From an optimization exercise on the open Yosys and OpenROAD flow, aimed at small area and a short achievable clock period; shortcuts taken in it are not production practice.
In this exercise RTL edits were held to simulation tests only and were not proved equivalent to the original.
No driver is modelled on the clock port, so clock power and skew are understated where the tree is cut down; a real chip needs a root buffer or a tree.

File: flow/flow/run.sh
#!/bin/bash
# Own layout flow: the standard layout (standard.sh), with
# - the clock tree rebuilt after clock tree synthesis as one level of
#   clkbuf_16 buffers, each driving a group of nearby flip-flops, all four
#   driven from the clock port (flow/clock_tree.tcl, run as ORFS's
#   POST_CTS_TCL hook);
# - ORFS's timing repair after global routing (and after clock tree
#   synthesis) aiming for setup slack well above zero, so that the achieved
#   period comes out short; repair may resize a cell to any footprint;
# - the ports buffered with buf_2 cells.
# The SDC, clock period and every other setting are the standard flow's.
set -euo pipefail
here=$(pwd)
margin=$(cat "$here/flow/setup_margin.txt")
export POST_CTS_TCL="$here/flow/post_cts.tcl"
bash standard.sh "SETUP_SLACK_MARGIN=$margin" "MATCH_CELL_FOOTPRINT=0" \
    "BUFFER_PORTS_ARGS=-buffer_cell sky130_fd_sc_hd__buf_2" \
    "POST_CTS_TCL=$here/flow/post_cts.tcl" finish \
    > "$here/standard_sh.log" 2>&1
File: flow/flow/clock_tree.tcl
proc my_one_level_clock_tree { nbuf } {
  set db [ord::get_db]
  set block [ord::get_db_block]
  set master [$db findMaster sky130_fd_sc_hd__clkbuf_16]
  set clk [$block findNet clk]

  # Walk the tree from the port: buffers and dummy loads are dropped, the
  # rest are sinks.
  set sinks {}
  set drop_insts {}
  set drop_nets {}
  set todo [list $clk]
  while { [llength $todo] } {
    set net [lindex $todo 0]
    set todo [lrange $todo 1 end]
    foreach it [$net getITerms] {
      if { [$it isOutputSignal] } { continue }
      set inst [$it getInst]
      set name [$inst getName]
      if { [string match "clkbuf_*" $name] || [string match "clkload*" $name] } {
        lappend drop_insts $inst
        foreach ot [$inst getITerms] {
          if { [$ot isOutputSignal] && [$ot getNet] ne "NULL" } {
            lappend drop_nets [$ot getNet]
            lappend todo [$ot getNet]
          }
        }
      } else {
        lappend sinks $it
      }
    }
  }
  puts "clock tree: [llength $sinks] sinks, dropping [llength $drop_insts] cells"

  # Sink locations.
  set pts {}
  foreach it $sinks {
    set bb [[$it getInst] getBBox]
    lappend pts [list [expr {([$bb xMin] + [$bb xMax]) / 2.0}] [expr {([$bb yMin] + [$bb yMax]) / 2.0}]]
  }
  # k-means, started from points spread along x then y order.
  set n [llength $pts]
  set sorted [lsort -real -index 0 $pts]
  set cent {}
  for { set k 0 } { $k < $nbuf } { incr k } {
    lappend cent [lindex $sorted [expr {int(($k + 0.5) * $n / $nbuf)}]]
  }
  # Balanced k-means: each group takes at most cap sinks, nearest first.
  set cap [expr {($n + $nbuf - 1) / $nbuf + 1}]
  for { set iter 0 } { $iter < 30 } { incr iter } {
    set pairs {}
    set i 0
    foreach p $pts {
      for { set k 0 } { $k < $nbuf } { incr k } {
        set c [lindex $cent $k]
        lappend pairs [list [expr {abs([lindex $p 0] - [lindex $c 0]) + abs([lindex $p 1] - [lindex $c 1])}] $i $k]
      }
      incr i
    }
    set asg [lrepeat $n -1]
    set used [lrepeat $nbuf 0]
    foreach pr [lsort -real -index 0 $pairs] {
      lassign $pr d i k
      if { [lindex $asg $i] >= 0 || [lindex $used $k] >= $cap } { continue }
      lset asg $i $k
      lset used $k [expr {[lindex $used $k] + 1}]
    }
    set newc {}
    for { set k 0 } { $k < $nbuf } { incr k } {
      set sx 0.0; set sy 0.0; set cnt 0
      foreach p $pts a $asg {
        if { $a == $k } { set sx [expr {$sx + [lindex $p 0]}]; set sy [expr {$sy + [lindex $p 1]}]; incr cnt }
      }
      if { $cnt } { lappend newc [list [expr {$sx / $cnt}] [expr {$sy / $cnt}]] } else { lappend newc [lindex $cent $k] }
    }
    set cent $newc
  }

  # Remove the old tree.
  foreach it $sinks { $it disconnect }
  foreach inst $drop_insts { odb::dbInst_destroy $inst }
  foreach net $drop_nets { odb::dbNet_destroy $net }

  # Build the new one.
  for { set k 0 } { $k < $nbuf } { incr k } {
    set inst [odb::dbInst_create $block $master "clkbuf_leaf_${k}_clk"]
    set net [odb::dbNet_create $block "clknet_leaf_${k}_clk"]
    $net setSigType CLOCK
    foreach it [$inst getITerms] {
      set mt [[$it getMTerm] getName]
      if { $mt eq "A" } { $it connect $clk }
      if { $mt eq "X" } { $it connect $net }
    }
    set c [lindex $cent $k]
    $inst setLocation [expr {int([lindex $c 0])}] [expr {int([lindex $c 1])}]
    $inst setPlacementStatus PLACED
    $inst setSourceType TIMING
    set cnt 0
    foreach it $sinks a $asg {
      if { $a == $k } { $it connect $net; incr cnt }
    }
    puts "clock buffer $k: $cnt sinks at $c"
  }
  $clk setSigType CLOCK
}
File: flow/flow/post_cts.tcl
# POST_CTS hook: one level of clock buffers instead of TritonCTS's tree.
source [file join [file dirname [info script]] clock_tree.tcl]
my_one_level_clock_tree 4
detailed_placement
check_placement -verbose
estimate_parasitics -placement
report_clock_latency
File: flow/flow/setup_margin.txt
8.7
File: flow/standard.sh
#!/bin/bash
# synth_recipe.tcl (not shown) runs the flow's synth.tcl, then flattens the netlist and writes it again
# the make line also repeats each setting of config.mk as NAME=value (left out here)
make -C /OpenROAD-flow-scripts/flow DESIGN_CONFIG=/design/flow/config.mk WORK_HOME=/design/flow/orfs CLKGATE_MAP_FILE= SYNTH_SCRIPT=/design/flow/synth_recipe.tcl "${@:-finish}"
File: flow/config.mk
export PLATFORM = sky130hd
export DESIGN_NAME = cmd_check
export DESIGN_NICKNAME = cmd_check
export VERILOG_FILES = /design/flow/design.v
export SDC_FILE = /design/flow/constraint.sdc
export NUM_CORES = 4
export LEC_CHECK = 0
export CAP_MARGIN = 20
export CORE_MARGIN = 2
export CORE_UTILIZATION = 70
export SLEW_MARGIN = 20
File: flow/constraint.sdc
create_clock -name core_clock -period 12.0 [get_ports {clk}]
set_input_delay 2.4000 -clock core_clock [delete_from_list [all_inputs] [get_ports {clk}]]
set_output_delay 2.4000 -clock core_clock [all_outputs]
set_load 0.01 [all_outputs]
File: flow/design.v
module cmd_check (
    input  wire        clk,
    input  wire        rst,           
    input  wire        in_valid,
    input  wire [31:0] in_data,       
    input  wire        in_last,       
    input  wire [2:0]  in_nbytes,     
    input  wire        queue_full,    
    input  wire [3:0]  mode,          
    output reg         res_valid,
    output reg         res_proto,     
    output wire [7:0]  res_status,
    output wire [15:0] res_opcode,
    output wire [15:0] res_tag,
    output wire        res_prio
);
    localparam [7:0] ST_OK             = 8'h00;
    localparam [7:0] ST_BAD_OPCODE     = 8'h10;
    localparam [7:0] ST_BAD_LENGTH     = 8'h11;
    localparam [7:0] ST_LENGTH_EXCEEDS = 8'h12;
    localparam [7:0] ST_BAD_CRC        = 8'h13;
    localparam [7:0] ST_OUT_OF_RANGE   = 8'h15;
    localparam [7:0] ST_WRONG_MODE     = 8'h20;
    localparam [7:0] ST_QUEUE_FULL     = 8'h31;
    function op_known(input [15:0] op);
        op_known = (op[15:12] == 4'h0) & (op[7:6] == 2'b00) & ((op[0] & !op[1] & !op[2] & !op[3] & !op[4] & !op[5] & !op[11]) | (op[1] & !op[2] & !op[3] & !op[4] & !op[5] & op[9] & op[10] & !op[11]) | (!op[1] & !op[2] & !op[3] & op[4] & !op[5] & op[8] & !op[10] & !op[11]) | (op[2] & !op[3] & !op[4] & !op[5] & !op[8] & op[9] & op[10] & !op[11]) | (op[1] & !op[2] & !op[3] & !op[4] & !op[5] & !op[8] & !op[10] & !op[11]) | (!op[0] & op[1] & !op[2] & !op[3] & !op[4] & !op[5] & op[10] & !op[11]) | (!op[2] & !op[3] & op[4] & !op[5] & op[8] & op[9] & !op[10] & !op[11]) | (op[0] & !op[1] & !op[2] & !op[3] & !op[4] & !op[5] & !op[9] & !op[10]) | (!op[0] & !op[1] & !op[2] & !op[3] & !op[4] & op[5] & op[8] & !op[10] & !op[11]) | (!op[0] & !op[1] & !op[2] & !op[3] & op[4] & !op[5] & !op[9] & op[10] & !op[11]) | (!op[0] & op[1] & !op[2] & !op[3] & !op[4] & !op[5] & !op[9] & !op[10] & op[11]) | (op[0] & !op[1] & !op[2] & !op[3] & !op[5] & !op[8] & !op[9] & op[10] & !op[11]) | (!op[0] & !op[1] & !op[2] & !op[3] & op[4] & op[8] & !op[9] & !op[10] & !op[11]));
    endfunction
    function len_ok(input [15:0] op, input [12:0] L);
        len_ok =
            (((op[5] & !op[9]) | (!op[1] & !op[8] & !op[9] & !op[10]) | (!op[0] & !op[1] & op[2]) | (!op[0] & op[8] & op[9] & op[10]) | (op[0] & !op[1] & op[4] & op[9]) | (op[0] & op[8] & !op[9] & op[10]) | (!op[0] & !op[8] & !op[9] & !op[10] & !op[11]) | (op[0] & op[1] & !op[2] & !op[8] & op[10])) && (L == 13'd0)) |
            (((op[0] & op[1] & !op[9])) && (L <= 13'd4092)) |
            (((!op[5] & op[8] & !op[9] & !op[10] & !op[11]) | (op[1] & op[2]) | (op[0] & op[1] & op[8]) | (op[0] & op[2]) | (!op[0] & op[8] & op[11]) | (op[0] & !op[4] & !op[8] & !op[9] & op[10])) && (L == 13'd4)) |
            (((!op[1] & !op[8] & op[9] & !op[10])) && (L >= 13'd8 && L <= 13'd4084)) |
            (((!op[0] & !op[8] & op[9] & !op[10])) && (L >= 13'd8 && L <= 13'd1032)) |
            (((op[1] & !op[9] & op[10]) | (op[1] & !op[8] & op[11]) | (op[0] & op[4] & !op[8]) | (op[4] & op[8] & op[10]) | (!op[1] & op[8] & op[9] & op[10]) | (op[0] & op[1] & !op[8] & op[9] & !op[10])) && (L == 13'd8)) |
            (((op[0] & !op[4] & op[8] & op[9] & !op[10])) && (L >= 13'd6 && L <= 13'd2050)) |
            (((!op[0] & !op[1] & op[4] & op[9])) && (L >= 13'd4)) |
            (((!op[0] & op[1] & op[4])) && (L == 13'd12)) |
            (((op[5] & op[9])) && (L >= 13'd14 && L <= 13'd24)) |
            (((!op[0] & op[4] & !op[8])) && (L == 13'd44)) |
            (((!op[1] & !op[2] & !op[8] & op[9] & op[10])) && (L == 13'd260)) |
            (((!op[0] & !op[2] & !op[8] & op[9] & op[10])) && (L >= 13'd13)) |
            (((!op[1] & op[8] & op[11])) && (L == 13'd20));
    endfunction
    function mode_ok(input [15:0] op, input [3:0] md);
        reg [7:0] allowed;
        begin
            allowed[0] = (!op[8] & !op[9] & !op[10] & !op[11]);
            allowed[1] = (op[1] & !op[8] & op[9] & op[10]) | (op[8] & !op[9] & op[10]) | (!op[8] & !op[9] & !op[10] & !op[11]) | (!op[0] & op[2]) | (!op[2] & !op[8] & op[9] & op[10]);
            allowed[2] = (!op[8]) | (op[1]) | (op[0] & !op[10] & !op[11]) | (!op[9] & op[10]) | (op[4] & op[9]) | (op[4] & op[5]);
            allowed[3] = (!op[8]) | (op[4]) | (op[1]) | (op[0] & !op[10] & !op[11]) | (!op[9] & op[10]);
            allowed[4] = (!op[4] & !op[5]) | (op[9]) | (op[10]) | (op[0]) | (op[4] & op[5]);
            allowed[5] = (!op[2] & !op[8]) | (!op[0] & op[1]) | (op[0] & !op[10] & !op[11]) | (!op[9] & op[10]) | (!op[0] & !op[5] & op[9]) | (op[4] & op[5]) | (op[1] & op[2]);
            allowed[6] = (op[0] & !op[10] & !op[11]) | (!op[0] & !op[5] & op[9]) | (!op[8] & !op[10]) | (op[8] & !op[9] & op[10]) | (op[5] & !op[9]) | (op[0] & op[1] & !op[8]) | (!op[2] & !op[8] & op[9]);
            allowed[7] = (!op[8] & !op[10]) | (!op[5] & op[9] & !op[10]) | (op[1] & !op[8] & op[9]) | (op[8] & !op[9] & op[10]) | (!op[0] & op[2]) | (op[4] & op[5]) | (!op[2] & !op[8] & op[9]);
            mode_ok = !md[3] && allowed[md[2:0]];
        end
    endfunction
    localparam [2:0] S_H0 = 3'd0, S_H1 = 3'd1, S_H2 = 3'd2,
                     S_FULL = 3'd4, S_PART = 3'd5, S_DONE = 3'd6;
    reg  [2:0]  nxt;           
    reg  [2:0]  cur;           
    reg         xh;            
    reg         v;             
    reg         l1, q1;        
    reg         mok1;          
    reg         nbok1;         
    reg         fin1;          
    reg  [31:0] x;
    reg  [10:0] cnt;           
    reg  [1:0]  r;             
    reg  [15:0] op_r, tag_r;   
    reg         prio_r;
    reg         over_r;        
    reg         p1;            
    reg         hz1;           
    reg         vrf_r;         
    reg         lenok_r;       
    reg         hok_r;         
    reg         cok_r;         
    reg  [4:0]  stat_r;        
    wire take  = in_valid & ~rst;
    wire dec   = v & (cur == S_FULL);
    wire cnt0  = dec ? (cnt == 11'd1) : (cnt == 11'd0);
    wire n_hdr = !nxt[2];
    wire n_part = (nxt == S_PART);
    reg [2:0] nxt_n;
    always @(*) begin
        if (in_last)
            nxt_n = S_H0;
        else case (nxt)
            S_H0:    nxt_n = S_H1;
            S_H1:    nxt_n = S_H2;
            S_H2:    nxt_n = S_FULL;
            S_FULL:  nxt_n = !cnt0 ? S_FULL : (r == 2'd0) ? S_DONE : S_PART;
            default: nxt_n = S_DONE;
        endcase
    end
    wire [15:0] c16_y;                            
    wire [15:0] c16_b = c16_y ^ {x[23:16], x[31:24]};
    wire [15:0] c16_z;
    wire m16b_t16 = c16_b[9] ^ c16_b[13];
    wire m16b_t17 = c16_b[10] ^ c16_b[14];
    wire m16b_t18 = c16_b[4] ^ c16_b[8];
    wire m16b_t19 = c16_b[7] ^ c16_b[15];
    wire m16b_t20 = c16_b[6] ^ m16b_t17;
    wire m16b_t21 = c16_b[5] ^ m16b_t16;
    wire m16b_t22 = c16_b[12] ^ m16b_t18;
    wire m16b_t23 = c16_b[3] ^ c16_b[11];
    wire m16b_t24 = c16_b[1] ^ c16_b[12];
    wire m16b_t25 = c16_b[0] ^ c16_b[11];
    wire m16b_t26 = c16_b[2] ^ c16_b[13];
    wire m16b_t27 = c16_b[14] ^ m16b_t23;
    wire m16b_t28 = m16b_t21 ^ m16b_t24;
    wire m16b_t29 = m16b_t22 ^ m16b_t25;
    wire m16b_t30 = c16_b[15] ^ m16b_t22;
    wire m16b_t31 = c16_b[11] ^ m16b_t20;
    wire m16b_t32 = m16b_t19 ^ m16b_t27;
    wire m16b_t33 = m16b_t26 ^ m16b_t20;
    wire m16b_t34 = m16b_t21 ^ m16b_t29;
    wire m16b_t35 = m16b_t20 ^ m16b_t28;
    wire m16b_t36 = m16b_t19 ^ m16b_t26;
    wire m16b_t37 = m16b_t36 ^ m16b_t31;
    wire m16b_t38 = c16_b[8] ^ c16_b[12];
    wire m16b_t39 = m16b_t38 ^ m16b_t32;
    wire m16b_t40 = m16b_t16 ^ m16b_t30;
    wire m16b_t41 = m16b_t17 ^ m16b_t21;
    wire m16b_t42 = c16_b[15] ^ m16b_t31;
    wire m16b_t43 = c16_b[0] ^ m16b_t18;
    wire m16b_t44 = m16b_t19 ^ m16b_t43;
    wire m16b_t45 = c16_b[8] ^ c16_b[1];
    wire m16b_t46 = c16_b[5] ^ c16_b[9];
    wire m16b_t47 = m16b_t45 ^ m16b_t46;
    wire m16b_t48 = c16_b[9] ^ c16_b[2];
    wire m16b_t49 = c16_b[10] ^ c16_b[6];
    wire m16b_t50 = m16b_t48 ^ m16b_t49;
    wire m16b_t51 = c16_b[7] ^ c16_b[10];
    wire m16b_t52 = m16b_t23 ^ m16b_t51;
    assign c16_z[0] = m16b_t29;
    assign c16_z[1] = m16b_t28;
    assign c16_z[2] = m16b_t33;
    assign c16_z[3] = m16b_t32;
    assign c16_z[4] = m16b_t30;
    assign c16_z[5] = m16b_t34;
    assign c16_z[6] = m16b_t35;
    assign c16_z[7] = m16b_t37;
    assign c16_z[8] = m16b_t39;
    assign c16_z[9] = m16b_t40;
    assign c16_z[10] = m16b_t41;
    assign c16_z[11] = m16b_t42;
    assign c16_z[12] = m16b_t44;
    assign c16_z[13] = m16b_t47;
    assign c16_z[14] = m16b_t50;
    assign c16_z[15] = m16b_t52;
    wire [31:0] c32_n;
    wire mx_t32 = x[0] ^ x[12];
    wire mx_t33 = x[4] ^ x[7];
    wire mx_t34 = x[2] ^ x[5];
    wire mx_t35 = x[3] ^ x[6];
    wire mx_t36 = x[1] ^ x[13];
    wire mx_t37 = x[15] ^ x[22];
    wire mx_t38 = x[18] ^ x[26];
    wire mx_t39 = x[16] ^ x[28];
    wire mx_t40 = x[10] ^ x[24];
    wire mx_t41 = x[11] ^ x[25];
    wire mx_t42 = x[14] ^ x[30];
    wire mx_t43 = x[9] ^ x[23];
    wire mx_t44 = x[19] ^ x[27];
    wire mx_t45 = x[17] ^ x[29];
    wire mx_t46 = x[7] ^ x[31];
    wire mx_t47 = x[8] ^ x[20];
    wire mx_t48 = x[10] ^ x[14];
    wire mx_t49 = x[3] ^ x[21];
    wire mx_t50 = x[0] ^ x[22];
    wire mx_t51 = x[11] ^ x[15];
    wire mx_t52 = x[13] ^ mx_t32;
    wire mx_t53 = x[31] ^ mx_t37;
    wire mx_t54 = x[4] ^ mx_t36;
    wire mx_t55 = x[5] ^ x[8];
    wire mx_t56 = x[2] ^ x[29];
    wire mx_t57 = x[26] ^ mx_t40;
    wire mx_t58 = x[6] ^ mx_t34;
    wire mx_t59 = mx_t33 ^ mx_t35;
    wire mx_t60 = x[1] ^ mx_t43;
    wire mx_t61 = x[21] ^ mx_t35;
    wire mx_t62 = x[27] ^ mx_t41;
    wire mx_t63 = x[30] ^ mx_t38;
    wire mx_t64 = x[23] ^ mx_t39;
    wire mx_t65 = x[24] ^ mx_t45;
    wire mx_t66 = x[6] ^ x[20];
    wire mx_t67 = x[18] ^ x[25];
    wire mx_t68 = x[9] ^ x[28];
    wire mx_t69 = x[3] ^ mx_t32;
    wire mx_t70 = x[7] ^ mx_t35;
    wire mx_t71 = x[24] ^ mx_t33;
    wire mx_t72 = x[0] ^ mx_t42;
    wire mx_t73 = mx_t36 ^ mx_t44;
    wire mx_t74 = mx_t39 ^ mx_t43;
    wire mx_t75 = mx_t40 ^ mx_t49;
    wire mx_t76 = mx_t34 ^ mx_t38;
    wire mx_t77 = x[9] ^ mx_t54;
    wire mx_t78 = mx_t46 ^ mx_t61;
    wire mx_t79 = x[4] ^ x[8];
    wire mx_t80 = x[8] ^ x[15];
    wire mx_t81 = x[3] ^ x[20];
    wire mx_t82 = x[8] ^ x[17];
    wire mx_t83 = x[1] ^ x[2];
    wire mx_t84 = x[10] ^ x[29];
    wire mx_t85 = x[16] ^ x[25];
    wire mx_t86 = x[12] ^ mx_t47;
    wire mx_t87 = x[2] ^ mx_t51;
    wire mx_t88 = mx_t44 ^ mx_t47;
    wire mx_t89 = mx_t33 ^ mx_t50;
    wire mx_t90 = mx_t32 ^ mx_t41;
    wire mx_t91 = x[4] ^ mx_t42;
    wire mx_t92 = x[19] ^ mx_t34;
    wire mx_t93 = x[7] ^ mx_t32;
    wire mx_t94 = x[23] ^ mx_t37;
    wire mx_t95 = mx_t44 ^ mx_t48;
    wire mx_t96 = x[12] ^ mx_t46;
    wire mx_t97 = mx_t32 ^ mx_t33;
    wire mx_t98 = x[11] ^ mx_t33;
    wire mx_t99 = x[5] ^ mx_t59;
    wire mx_t100 = mx_t57 ^ mx_t98;
    wire mx_t101 = mx_t64 ^ mx_t65;
    wire mx_t102 = mx_t45 ^ mx_t75;
    wire mx_t103 = mx_t56 ^ mx_t74;
    wire mx_t104 = x[2] ^ mx_t62;
    wire mx_t105 = mx_t64 ^ mx_t73;
    wire mx_t106 = mx_t52 ^ mx_t68;
    wire mx_t107 = x[17] ^ mx_t53;
    wire mx_t108 = x[16] ^ x[23];
    wire mx_t109 = x[26] ^ mx_t47;
    wire mx_t110 = mx_t50 ^ mx_t83;
    wire mx_t111 = mx_t108 ^ mx_t59;
    wire mx_t112 = mx_t109 ^ mx_t110;
    wire mx_t113 = mx_t111 ^ mx_t112;
    wire mx_t114 = x[27] ^ mx_t34;
    wire mx_t115 = mx_t49 ^ mx_t82;
    wire mx_t116 = mx_t71 ^ mx_t60;
    wire mx_t117 = mx_t114 ^ mx_t115;
    wire mx_t118 = mx_t116 ^ mx_t117;
    wire mx_t119 = mx_t67 ^ mx_t34;
    wire mx_t120 = mx_t35 ^ mx_t68;
    wire mx_t121 = mx_t40 ^ mx_t79;
    wire mx_t122 = mx_t50 ^ mx_t119;
    wire mx_t123 = mx_t120 ^ mx_t121;
    wire mx_t124 = mx_t122 ^ mx_t123;
    wire mx_t125 = x[19] ^ x[26];
    wire mx_t126 = mx_t41 ^ mx_t84;
    wire mx_t127 = mx_t125 ^ mx_t60;
    wire mx_t128 = mx_t126 ^ mx_t99;
    wire mx_t129 = mx_t127 ^ mx_t128;
    wire mx_t130 = x[27] ^ x[30];
    wire mx_t131 = mx_t130 ^ mx_t86;
    wire mx_t132 = mx_t58 ^ mx_t100;
    wire mx_t133 = mx_t131 ^ mx_t132;
    wire mx_t134 = mx_t55 ^ mx_t62;
    wire mx_t135 = mx_t78 ^ mx_t106;
    wire mx_t136 = mx_t134 ^ mx_t135;
    wire mx_t137 = mx_t48 ^ mx_t81;
    wire mx_t138 = mx_t52 ^ mx_t137;
    wire mx_t139 = mx_t103 ^ mx_t138;
    wire mx_t140 = mx_t42 ^ mx_t51;
    wire mx_t141 = mx_t54 ^ mx_t140;
    wire mx_t142 = mx_t102 ^ mx_t141;
    wire mx_t143 = x[16] ^ x[18];
    wire mx_t144 = mx_t34 ^ mx_t143;
    wire mx_t145 = mx_t53 ^ mx_t90;
    wire mx_t146 = mx_t91 ^ mx_t144;
    wire mx_t147 = mx_t145 ^ mx_t146;
    wire mx_t148 = mx_t33 ^ mx_t47;
    wire mx_t149 = mx_t52 ^ mx_t92;
    wire mx_t150 = mx_t148 ^ mx_t107;
    wire mx_t151 = mx_t149 ^ mx_t150;
    wire mx_t152 = x[9] ^ x[13];
    wire mx_t153 = x[14] ^ x[21];
    wire mx_t154 = mx_t152 ^ mx_t153;
    wire mx_t155 = mx_t76 ^ mx_t89;
    wire mx_t156 = mx_t154 ^ mx_t155;
    wire mx_t157 = x[1] ^ mx_t35;
    wire mx_t158 = mx_t55 ^ mx_t94;
    wire mx_t159 = mx_t95 ^ mx_t157;
    wire mx_t160 = mx_t158 ^ mx_t159;
    wire mx_t161 = mx_t66 ^ mx_t71;
    wire mx_t162 = mx_t74 ^ mx_t87;
    wire mx_t163 = mx_t161 ^ mx_t162;
    wire mx_t164 = mx_t85 ^ mx_t55;
    wire mx_t165 = mx_t93 ^ mx_t164;
    wire mx_t166 = mx_t102 ^ mx_t165;
    wire mx_t167 = x[6] ^ mx_t41;
    wire mx_t168 = mx_t50 ^ mx_t82;
    wire mx_t169 = mx_t63 ^ mx_t167;
    wire mx_t170 = mx_t168 ^ mx_t77;
    wire mx_t171 = mx_t169 ^ mx_t170;
    wire mx_t172 = mx_t76 ^ mx_t95;
    wire mx_t173 = mx_t96 ^ mx_t60;
    wire mx_t174 = mx_t172 ^ mx_t173;
    wire mx_t175 = mx_t37 ^ mx_t100;
    wire mx_t176 = mx_t105 ^ mx_t175;
    wire mx_t177 = x[14] ^ mx_t34;
    wire mx_t178 = mx_t86 ^ mx_t62;
    wire mx_t179 = mx_t177 ^ mx_t101;
    wire mx_t180 = mx_t178 ^ mx_t179;
    wire mx_t181 = x[15] ^ x[25];
    wire mx_t182 = mx_t181 ^ mx_t65;
    wire mx_t183 = mx_t61 ^ mx_t63;
    wire mx_t184 = mx_t106 ^ mx_t182;
    wire mx_t185 = mx_t183 ^ mx_t184;
    wire mx_t186 = x[31] ^ mx_t84;
    wire mx_t187 = mx_t85 ^ mx_t38;
    wire mx_t188 = mx_t42 ^ mx_t73;
    wire mx_t189 = mx_t89 ^ mx_t186;
    wire mx_t190 = mx_t187 ^ mx_t188;
    wire mx_t191 = mx_t189 ^ mx_t190;
    wire mx_t192 = x[11] ^ mx_t39;
    wire mx_t193 = mx_t44 ^ mx_t72;
    wire mx_t194 = mx_t192 ^ mx_t99;
    wire mx_t195 = mx_t107 ^ mx_t193;
    wire mx_t196 = mx_t194 ^ mx_t195;
    wire mx_t197 = x[28] ^ mx_t45;
    wire mx_t198 = mx_t69 ^ mx_t76;
    wire mx_t199 = mx_t53 ^ mx_t197;
    wire mx_t200 = mx_t198 ^ mx_t199;
    wire mx_t201 = x[7] ^ x[13];
    wire mx_t202 = x[22] ^ mx_t56;
    wire mx_t203 = mx_t201 ^ mx_t88;
    wire mx_t204 = mx_t63 ^ mx_t202;
    wire mx_t205 = mx_t203 ^ mx_t204;
    wire mx_t206 = x[28] ^ x[31];
    wire mx_t207 = mx_t43 ^ mx_t49;
    wire mx_t208 = mx_t206 ^ mx_t72;
    wire mx_t209 = mx_t88 ^ mx_t207;
    wire mx_t210 = mx_t208 ^ mx_t209;
    wire mx_t211 = mx_t80 ^ mx_t57;
    wire mx_t212 = mx_t78 ^ mx_t103;
    wire mx_t213 = mx_t211 ^ mx_t212;
    wire mx_t214 = x[30] ^ mx_t66;
    wire mx_t215 = mx_t45 ^ mx_t57;
    wire mx_t216 = mx_t60 ^ mx_t214;
    wire mx_t217 = mx_t104 ^ mx_t215;
    wire mx_t218 = mx_t216 ^ mx_t217;
    wire mx_t219 = x[28] ^ mx_t75;
    wire mx_t220 = mx_t96 ^ mx_t63;
    wire mx_t221 = mx_t104 ^ mx_t219;
    wire mx_t222 = mx_t220 ^ mx_t221;
    wire mx_t223 = mx_t66 ^ mx_t46;
    wire mx_t224 = mx_t56 ^ mx_t90;
    wire mx_t225 = mx_t223 ^ mx_t105;
    wire mx_t226 = mx_t224 ^ mx_t225;
    wire mx_t227 = x[6] ^ x[21];
    wire mx_t228 = x[22] ^ mx_t227;
    wire mx_t229 = mx_t91 ^ mx_t52;
    wire mx_t230 = mx_t228 ^ mx_t101;
    wire mx_t231 = mx_t229 ^ mx_t230;
    wire mx_t232 = x[5] ^ mx_t67;
    wire mx_t233 = mx_t36 ^ mx_t46;
    wire mx_t234 = mx_t65 ^ mx_t72;
    wire mx_t235 = mx_t94 ^ mx_t232;
    wire mx_t236 = mx_t233 ^ mx_t234;
    wire mx_t237 = mx_t235 ^ mx_t236;
    wire mx_t238 = x[19] ^ mx_t67;
    wire mx_t239 = mx_t42 ^ mx_t81;
    wire mx_t240 = mx_t71 ^ mx_t53;
    wire mx_t241 = mx_t238 ^ mx_t239;
    wire mx_t242 = mx_t240 ^ mx_t241;
    wire mx_t243 = x[0] ^ x[1];
    wire mx_t244 = x[25] ^ mx_t37;
    wire mx_t245 = mx_t243 ^ mx_t92;
    wire mx_t246 = mx_t244 ^ mx_t78;
    wire mx_t247 = mx_t245 ^ mx_t246;
    wire mx_t248 = mx_t79 ^ mx_t69;
    wire mx_t249 = x[5] ^ mx_t77;
    wire mx_t250 = mx_t48 ^ mx_t58;
    wire mx_t251 = mx_t51 ^ mx_t70;
    wire mx_t252 = mx_t55 ^ mx_t69;
    wire mx_t253 = mx_t54 ^ mx_t252;
    wire mx_t254 = x[14] ^ mx_t58;
    wire mx_t255 = mx_t77 ^ mx_t254;
    wire mx_t256 = x[15] ^ mx_t34;
    wire mx_t257 = mx_t48 ^ mx_t70;
    wire mx_t258 = mx_t256 ^ mx_t257;
    wire mx_t259 = x[0] ^ mx_t51;
    wire mx_t260 = mx_t59 ^ mx_t259;
    wire mx_t261 = x[1] ^ x[5];
    wire mx_t262 = mx_t261 ^ mx_t97;
    wire mx_t263 = mx_t36 ^ mx_t58;
    wire mx_t264 = x[2] ^ x[14];
    wire mx_t265 = mx_t264 ^ mx_t70;
    wire mx_t266 = mx_t80 ^ mx_t93;
    wire mx_t267 = x[0] ^ x[9];
    wire mx_t268 = mx_t36 ^ mx_t267;
    wire mx_t269 = mx_t48 ^ mx_t83;
    wire mx_t270 = x[3] ^ mx_t87;
    assign c32_n[0] = mx_t113;
    assign c32_n[1] = mx_t118;
    assign c32_n[2] = mx_t124;
    assign c32_n[3] = mx_t129;
    assign c32_n[4] = mx_t133;
    assign c32_n[5] = mx_t136;
    assign c32_n[6] = mx_t139;
    assign c32_n[7] = mx_t142;
    assign c32_n[8] = mx_t147;
    assign c32_n[9] = mx_t151;
    assign c32_n[10] = mx_t156;
    assign c32_n[11] = mx_t160;
    assign c32_n[12] = mx_t163;
    assign c32_n[13] = mx_t166;
    assign c32_n[14] = mx_t171;
    assign c32_n[15] = mx_t174;
    assign c32_n[16] = mx_t176;
    assign c32_n[17] = mx_t180;
    assign c32_n[18] = mx_t185;
    assign c32_n[19] = mx_t191;
    assign c32_n[20] = mx_t196;
    assign c32_n[21] = mx_t200;
    assign c32_n[22] = mx_t205;
    assign c32_n[23] = mx_t210;
    assign c32_n[24] = mx_t213;
    assign c32_n[25] = mx_t218;
    assign c32_n[26] = mx_t222;
    assign c32_n[27] = mx_t226;
    assign c32_n[28] = mx_t231;
    assign c32_n[29] = mx_t237;
    assign c32_n[30] = mx_t242;
    assign c32_n[31] = mx_t247;
    assign c16_y[0] = mx_t248;
    assign c16_y[1] = mx_t249;
    assign c16_y[2] = mx_t250;
    assign c16_y[3] = mx_t251;
    assign c16_y[4] = mx_t97;
    assign c16_y[5] = mx_t253;
    assign c16_y[6] = mx_t255;
    assign c16_y[7] = mx_t258;
    assign c16_y[8] = mx_t260;
    assign c16_y[9] = mx_t262;
    assign c16_y[10] = mx_t263;
    assign c16_y[11] = mx_t265;
    assign c16_y[12] = mx_t266;
    assign c16_y[13] = mx_t268;
    assign c16_y[14] = mx_t269;
    assign c16_y[15] = mx_t270;
    wire [31:0] base  = (nxt == S_H0) ? 32'h0000FFFF :
                        n_hdr         ? {16'h0000, c16_z[7:0], c16_z[15:8]} :
                        xh            ? 32'hFFFFFFFF : c32_n;
    wire [3:1]  lanes = {!n_part, !n_part | (r == 2'd3), !n_part | r[1]};
    wire [31:0] x_n   = base ^ (in_data & {{8{lanes[3]}}, {8{lanes[2]}},
                                           {8{lanes[1]}}, 8'hFF});
    always @(posedge clk) begin
        v     <= take;
        l1    <= in_last;
        q1    <= queue_full;
        mok1  <= mode_ok(op_r, mode);
        nbok1 <= in_nbytes[2] | (n_part && (in_nbytes[1:0] >= r));
        if (rst)
            nxt <= S_H0;
        else if (take)
            nxt <= nxt_n;
        cur  <= nxt;
        fin1 <= n_part | ((nxt == S_FULL) & cnt0 & (r == 2'd0));
        p1   <= in_data[0];
        if (in_valid) begin
            x  <= x_n;
            xh <= n_hdr;
        end
        hz1  <= (nxt == S_H1) ? (in_data[15:8] == 8'h01) && (in_data[7:1] == 7'h00) :
                                (in_data[15:0] == 16'h0000);
    end
    wire h0   = (cur == S_H0);
    wire h1   = (cur == S_H1);
    wire h2   = (cur == S_H2);
    wire pay  = cur[2];
    wire done = (cur == S_DONE);
    wire hok_now = (c16_y == {x[31:24], x[23:16]});
    wire cok_now = (r == 2'd0) ? (x == 32'hFFFFFFFF) :
                   (r == 2'd1) ? (x == 32'h00BE26ED) :
                   (r == 2'd2) ? (x == 32'hBE26ED00) : (x == 32'h2DFD1072);
    wire hdr_cpl = pay | (h2 & nbok1);
    wire hok     = h2 ? hok_now : hok_r;
    wire vrf     = h2 ? (vrf_r & hz1) : vrf_r;
    wire len6    = done | (fin1 & nbok1);
    wire cok     = done ? cok_r : cok_now;
    wire good    = hdr_cpl & hok;
    reg [7:0] status;
    always @(*) begin
        if (!hok)                       status = ST_BAD_CRC;
        else if (over_r)                status = ST_LENGTH_EXCEEDS;
        else if (q1)                    status = ST_QUEUE_FULL;
        else if (!vrf)                  status = ST_OUT_OF_RANGE;
        else if (!pay || !len6)         status = ST_BAD_LENGTH;
        else if (!cok)                  status = ST_BAD_CRC;
        else if (!op_known(op_r))       status = ST_BAD_OPCODE;
        else if (!lenok_r)              status = ST_BAD_LENGTH;
        else if (!mok1)                 status = ST_WRONG_MODE;
        else                            status = ST_OK;
    end
    always @(posedge clk) begin
        if (v & h1) begin
            vrf_r   <= hz1;
            cnt     <= x[28:18];
            r       <= x[17:16];
            over_r  <= (x[31:16] > 16'd4096);
            lenok_r <= len_ok(op_r, x[28:16]);
        end else if (dec)
            cnt <= cnt - 11'd1;
        if (v & h2) begin
            vrf_r <= vrf;
            hok_r <= hok_now;
        end
        if (v & fin1)
            cok_r <= cok_now;
        if (v & l1 & !good) begin
            op_r   <= 16'h0000;
            tag_r  <= 16'h0000;
            prio_r <= 1'b0;
        end else begin
            if (v & h0) begin
                op_r  <= ~x[15:0];
                tag_r <= x[31:16];
            end
            if (v & h1)
                prio_r <= p1;
        end
        res_valid <= v & l1 & ~rst;
        res_proto <= !hdr_cpl;
        stat_r    <= hdr_cpl ? {status[5], status[4], status[2:0]} : 5'd0;
    end
    assign res_status = {2'b00, stat_r[4], stat_r[3], 1'b0, stat_r[2:0]};
    assign res_opcode = op_r;
    assign res_tag    = tag_r;
    assign res_prio   = prio_r;
endmodule
==> reports/metrics.cfg, run 1 <==
[worst_setup_path]
crit_top_cell = xnor2_1
required_ps = 11900
critPathMaxStageDelay_ps = 950
cp-end-kind = flop
arrival_ps = 3130
path_cells = xnor3_1 -> xnor2_1 -> xnor2_1 -> xnor2_1 -> xor2_1 -> o21ai_0 -> xor2_1
cp.depth = 7
rr_startpoint = x[27]
crit_start = x[27]
r2r_end = x[0]
crit_fanout = 15
rrSetupSlack_ps = 8760
crit_slowest_cell = edfxtp_1
reg2regPathDepth = 7
path_buf_inv = 0
crit_family = XOR/XNOR gates
crit_path_end = x[0]
critPathLaunchType = flop
crit_type = flop to flop

[placement]
hpwl_microns = 17900
post-place-cells = 1202
port_buffers = 83
gpl.final_weighted_congestion = 0.980

[finish]
n_antenna_cell = 0
synthToLayoutAreaGrowth_pct = 10.7
final-seq-area_sq_um = 2650
final_nets = 1149
fill_cells = 926
layout-drive-gt1-share = 0.184
multi_input_area_sq_um = 6370
instances_no_fill = 1269

[synth]
synth_seq_cells = 105
synth_area_per_cell_sq_um = 9.25
synth_cell_types = 71
synth_edf_count = 51
async_flop_share = 0
yosys_warnings = 1
ys.flop_type = dfxtp_1
synthesis.area_sq_um = 9370
syn-instance-count = 1013
ys_seq_area_frac = 0.279

[die]
die_x_microns = 120
num_io_pins = 87
row_count = 42
start_util = 0.713
dieArea_sq_um = 14300
coreArea_sq_um = 13100
die_y_microns = 120

[timing]
whs_ps = 444
fin_crit_sh = 0.270
tns_ps = 0
fmax_mhz = 309
rsz0062_at_grt = no
period_minus_slack_ps = 3240
finalMaxSlewViolations = 0
setup_violations = 0
max_slew_margin = 0.259
hold_violations = 0
worstMarginPinSlew_ps = 1110
clock_skew_ps = 8.48

[detailed_routing]
wirelength_microns = 27800
antenna_left = 0
first_pass_iters = 5
via_per_inst = 6.35
wire_per_inst_microns = 21.9
drt_iter0_drc = 1210
drc = 0
vias = 8063

[status]
status = no timing/DRC/antenna violations

[clock_network]
clk_pin_slew_ps = 100
cts_sinks = 105
clk_latency_ps = 170

[global_routing]
grt_pass1_wl_microns = 42100
overflow = 0
busiest_layer = met2
grt_use_total = 0.387
met2_usage = 0.596
grt_pass1_vias = 7535
antenna_found_initial = 1
grt_max_degree = 49
use_met1 = 0.533
grt_util_met3 = 0.0903

[job]
drv_cap = 0

[min_path]
hp-class = flop to flop

-- per-stage QoR --
step                      cell area [sq um]  utilization  setup slack [ps]
after floorplan                        9380            -              8790
final                                 10400        0.789              8760
after global placement                 9700        0.739              8300
after detailed placement               9700        0.739              8200
after global routing                  10400        0.789              8670
-- Yosys cell counts, drive strengths merged, types with 16 or more instances --
cell    instances  area (sq um)
a211oi         19           208
o21ai          54           270
buf            34           209
o22ai          17           106
inv            19          71.3
a21oi          48           244
xor2           97           850
nor2           55           206
dfxtp          54          1080
nand2          89           334
xnor3          29           656
xnor2         220          1990
nor4           17           106
clkbuf         45           169
edfxtp         51          1530
nor3           16          80.1
-- worst min-delay path by stage --
stage,startpoint,to,cells past startpoint
6_report,nxt[0],cur[0],0
5_1_grt,nxt[0],cur[0],0
3_5_place_dp,nxt[0],cur[0],0
3_3_place_gp,nxt[0],cur[0],0
2_1_floorplan,nxt[1],cur[1],0
-- metal layers --
| layer | vias up | wire (microns) |
|---|---|---|
| li1 | 3618 | - |
| met1 | 3787 | 10800 |
| met2 | 533 | 12400 |
| met3 | 123 | 3500 |
| met4 | 2 | 1110 |
| met5 | - | 13 |
-- flip-flops by register name (all words and copies together) (netlist names), 2 cells and up --
signal,count
nxt,3
op_r,16
cur,3
stat_r,5
r,2
tag_r,16
cnt,11
x,32
-- cells in the final DEF (no fill, tap or decap), types with 12 or more instances in the layout --
master and count:
nand2b_1 12, nor4_1 17, a211oi_2 13, edfxtp_1 51
o22ai_1 17, nor2_1 55, buf_2 81, xor2_1 96
a21oi_1 47, buf_4 67, xnor2_1 213, inv_1 19
nand3_1 12, o21ai_0 53, nand2_1 89, nor3_1 15
xnor3_1 27, dfxtp_1 44
-- final cells by class, clock buffers not listed --
cell class                 count  area share
inverter                      20     0.00724
multi-input combinational    812       0.614
sequential                   105       0.255
tap                          176      0.0212
timing repair buffer         152      0.0924
-- logic make-up (layout without fill, tap and decap cells) --
| group | after synthesis | after routing | share of synthesized area |
|---|---|---|---|
| muxes | 4 | 4 | 0.00427 |
| buffers and inverters | 99 | 176 | 0.0483 |
| other | 1 | 3 | 0.000400 |
| and+or+nand+nor | 264 | 264 | 0.139 |
| adders and majority gates | 10 | 10 | 0.0133 |
| AOI/OAI and AO/OA | 177 | 178 | 0.125 |
| DFF | 105 | 105 | 0.279 |
| xor gates and xnor gates | 353 | 353 | 0.390 |
==> inputs of run 2 (changes only) <==
--- a/flow/config.mk
+++ b/flow/config.mk
@@ -8,4 +8,4 @@
 export CAP_MARGIN = 20
 export CORE_MARGIN = 2
-export CORE_UTILIZATION = 70
+export CORE_UTILIZATION = 60
 export SLEW_MARGIN = 20
==> run 2 against run 1 <==
  * Clock skew increased by 1.9 ps
  * Maximum frequency increased by 1.2%
  * Utilization decreased by 11 points
  * Critical path type is now input port to flop
  * Critical endpoint is now mok1
  * Critical path depth unchanged
==> reports/metrics.cfg, run 2 <==
[timing]
clock_skew_ps = 10.3  ; +1.85 ps
fmax_mhz = 313  ; +1.2%
setup_violations = 0  ; unchanged
max_slew_margin = 0.362  ; +0.103
finalMaxSlewViolations = 0  ; unchanged
hold_violations = 0  ; unchanged
worstMarginPinSlew_ps = 957  ; -155 ps
tns_ps = 0  ; unchanged
rsz0062_at_grt = no
period_minus_slack_ps = 3200  ; -38.7 ps
fin_crit_sh = 0.266  ; -0.00322

[finish]
largest_register_ffs = 32  ; unchanged
layout-drive-gt1-share = 0.187  ; +0.00332
layout_commonest_cell = xnor2_1
final_core_util = 0.683  ; -0.106
fill_cells = 1329  ; +44%
final_nets = 1151  ; +0.17%
design_area_sq_um = 10400  ; +0.54%
top_register = x
layout_common_cells = 213 x xnor2_1, 97 x xor2_1, 89 x nand2_1
largestRegisters = x: 32 flops, op_r: 16 flops, tag_r: 16 flops
synthToLayoutAreaGrowth_pct = 11.3
n_antenna_cell = 0  ; unchanged

[detailed_routing]
wirelength_microns = 28200  ; +1.8%
met3_length_microns = 2770  ; -21%
wl_met2_microns = 12700  ; +2.5%
first_pass_iters = 5  ; unchanged
drc = 0  ; unchanged
drt_iter0_drc = 710  ; -41%
via_per_inst = 5.97  ; -6.1%
wire_per_inst_microns = 21.6  ; -1.1%
top_layer_used = met4
vias = 7792  ; -3.4%
antenna_left = 0  ; unchanged
met1_length_microns = 12100  ; +13%

[global_routing]
overflow = 0  ; unchanged
grt_pass1_wl_microns = 42700  ; +1.3%
antenna_found_initial = 0  ; -1
grt_max_degree = 49  ; unchanged
grt_use_total = 0.344  ; -0.0423
grt_pass1_vias = 7305  ; -3.1%

[status]
status = no timing/DRC/antenna violations

[clock_network]
clk_latency_ps = 170  ; about the same
cts_sinks = 105  ; unchanged
clk_pin_slew_ps = 110  ; about the same

[synth]
synth_edf_count = 51  ; unchanged
synth.largest_area_cell = xnor2_1
synth_area_leaders = xnor2_1 20%, edfxtp_1 16%, dfxtp_1 12%
synth_top_cell_area_share = 0.201  ; unchanged
async_flop_share = 0  ; unchanged
synthesis.area_sq_um = 9370  ; unchanged
synth_area_per_cell_sq_um = 9.25  ; unchanged
yosys-top-cells-count = 215 x xnor2_1, 97 x xor2_1, 89 x nand2_1
synth_cell_types = 71  ; unchanged
yosys_warnings = 1  ; unchanged
syn-instance-count = 1013  ; unchanged
ys.flop_type = dfxtp_1
synth.most_common_cell = xnor2_1
ys_seq_area_frac = 0.279  ; unchanged
synth_seq_cells = 105  ; unchanged

[placement]
placed_cell_area_sq_um = 9780  ; +0.76%
port_buffers = 83  ; unchanged
hpwl_microns = 18700  ; +4.4%
gpl.final_weighted_congestion = 0.932  ; -4.9%

[worst_setup_path]
cp-end-kind = flop
rrSetupSlack_ps = 8810  ; +50 ps
r2r_end = lenok_r
rr_startpoint = x[27]
crit_type = input port to flop
critPathMaxStageDelay_ps = 330  ; -620 ps
crit_family = compound AO/OA/AOI/OAI gates
arrival_ps = 3260  ; +130 ps
required_ps = 12070  ; +170 ps
path_buf_inv = 1  ; +1
crit_slowest_cell = a221o_1
cp.depth = 7  ; unchanged
path_cells = buf_4 -> o21ai_0 -> nor2_1 -> nand3_1 -> a221o_1 -> o311ai_1 -> a21oi_1
crit_start = mode[0]
crit_fanout = 5  ; -10
reg2regPathDepth = 6  ; -1
critPathLaunchType = input port
crit_path_end = mok1

[die]
start_util = 0.614  ; -0.0992
row_count = 45  ; +7.1%
coreArea_sq_um = 15300  ; +16%
die_x_microns = 129  ; +7.7%
num_io_pins = 87  ; unchanged
die_y_microns = 129  ; +7.7%
dieArea_sq_um = 16600  ; +16%

[job]
drv_cap = 0  ; unchanged

[min_path]
hp-class = flop to flop

[run 2: cell counts after synthesis]
Identical to the previous run, type by type.
[run 2: metrics by stage]
stage / hold WS, ps / setup slack [ps] / instances
after floorplan: 329 / 8790 / 1015
after global routing: 464 / 8700 / 1306
after global placement: 415 / 8270 / 1241
final: 435 / 8800 / 1306
after detailed placement: 422 / 8260 / 1241
[run 2: how the worst min path moves through the flow]
stage	start	to	slack [ps]	cells past startpoint
after global routing	nxt[0]	cur[0]	460	0
after global placement	nxt[0]	cur[0]	420	0
after detailed placement	nxt[0]	cur[0]	420	0
after floorplan	nxt[1]	cur[1]	330	0
final	nxt[0]	cur[0]	440	0
[run 2: worst register-to-register path, stage by stage (launching register included)]
cell	delay, ps
edfxtp_1	990
nand4_1	220
nor4_1	580
o22ai_1	190
a21oi_1	170
nor4_1	70
or4b_2	710
[run 2: cell families after synthesis]
logic type	count (synthesis)	synth area share
AOI/OAI and AO/OA	177	0.125
xor gates and xnor gates	353	0.390
adders and majority gates	10	0.0133
buffers and inverters	99	0.0483
DFF	105	0.279
muxes	4	0.00427
other	1	0.000400
and+or+nand+nor	264	0.139
[run 2: layer usage]
layer | GRT usage | up-vias
met3 | 0.0628 | 56
met5 | 0 | -
met4 | 0.0914 | 0
met1 | 0.492 | 3704
met2 | 0.541 | 408
li1 | - | 3624
[run 2: area by class of cell, clock buffers not listed]
cell class              count  area (sq um)  share of cell area
well taps                 211           264              0.0253
multi-input cells         812          6370               0.611
inverters                  20          75.1             0.00720
repair buffers            154           970              0.0930
flip-flops and latches    105          2650               0.254

port drivers added, routing unchanged:
How much do the figures lean on ideal ports? The routed layouts below were timed once more, with nothing changed but the port constraints.
Step 1: set_driving_cell puts a clkbuf_16 on clk and a buf_2 on each other input, an assumption about the parent block.
Step 2, shift: input delay + t, output delay - t, t = (earliest + latest rising clock arrival at the registers) / 2. This alone moves slack from input paths to output paths.
a / b / c = ideal ports / drivers / drivers and shift; a / b = the first two.
run	t (ns)	slack for setup (ns)	hold WS [ns]
run 1	0.249	8.763 / 8.751 / 8.616	0.444 / 0.444 / 0.444
run 2	0.255	8.802 / 8.748 / 8.615	0.435 / 0.435 / 0.435
After both steps every run listed still meets setup and hold. The setup slack of run 2, which loses most, moves by -0.054 ns with the drivers and by -0.187 ns with both steps.
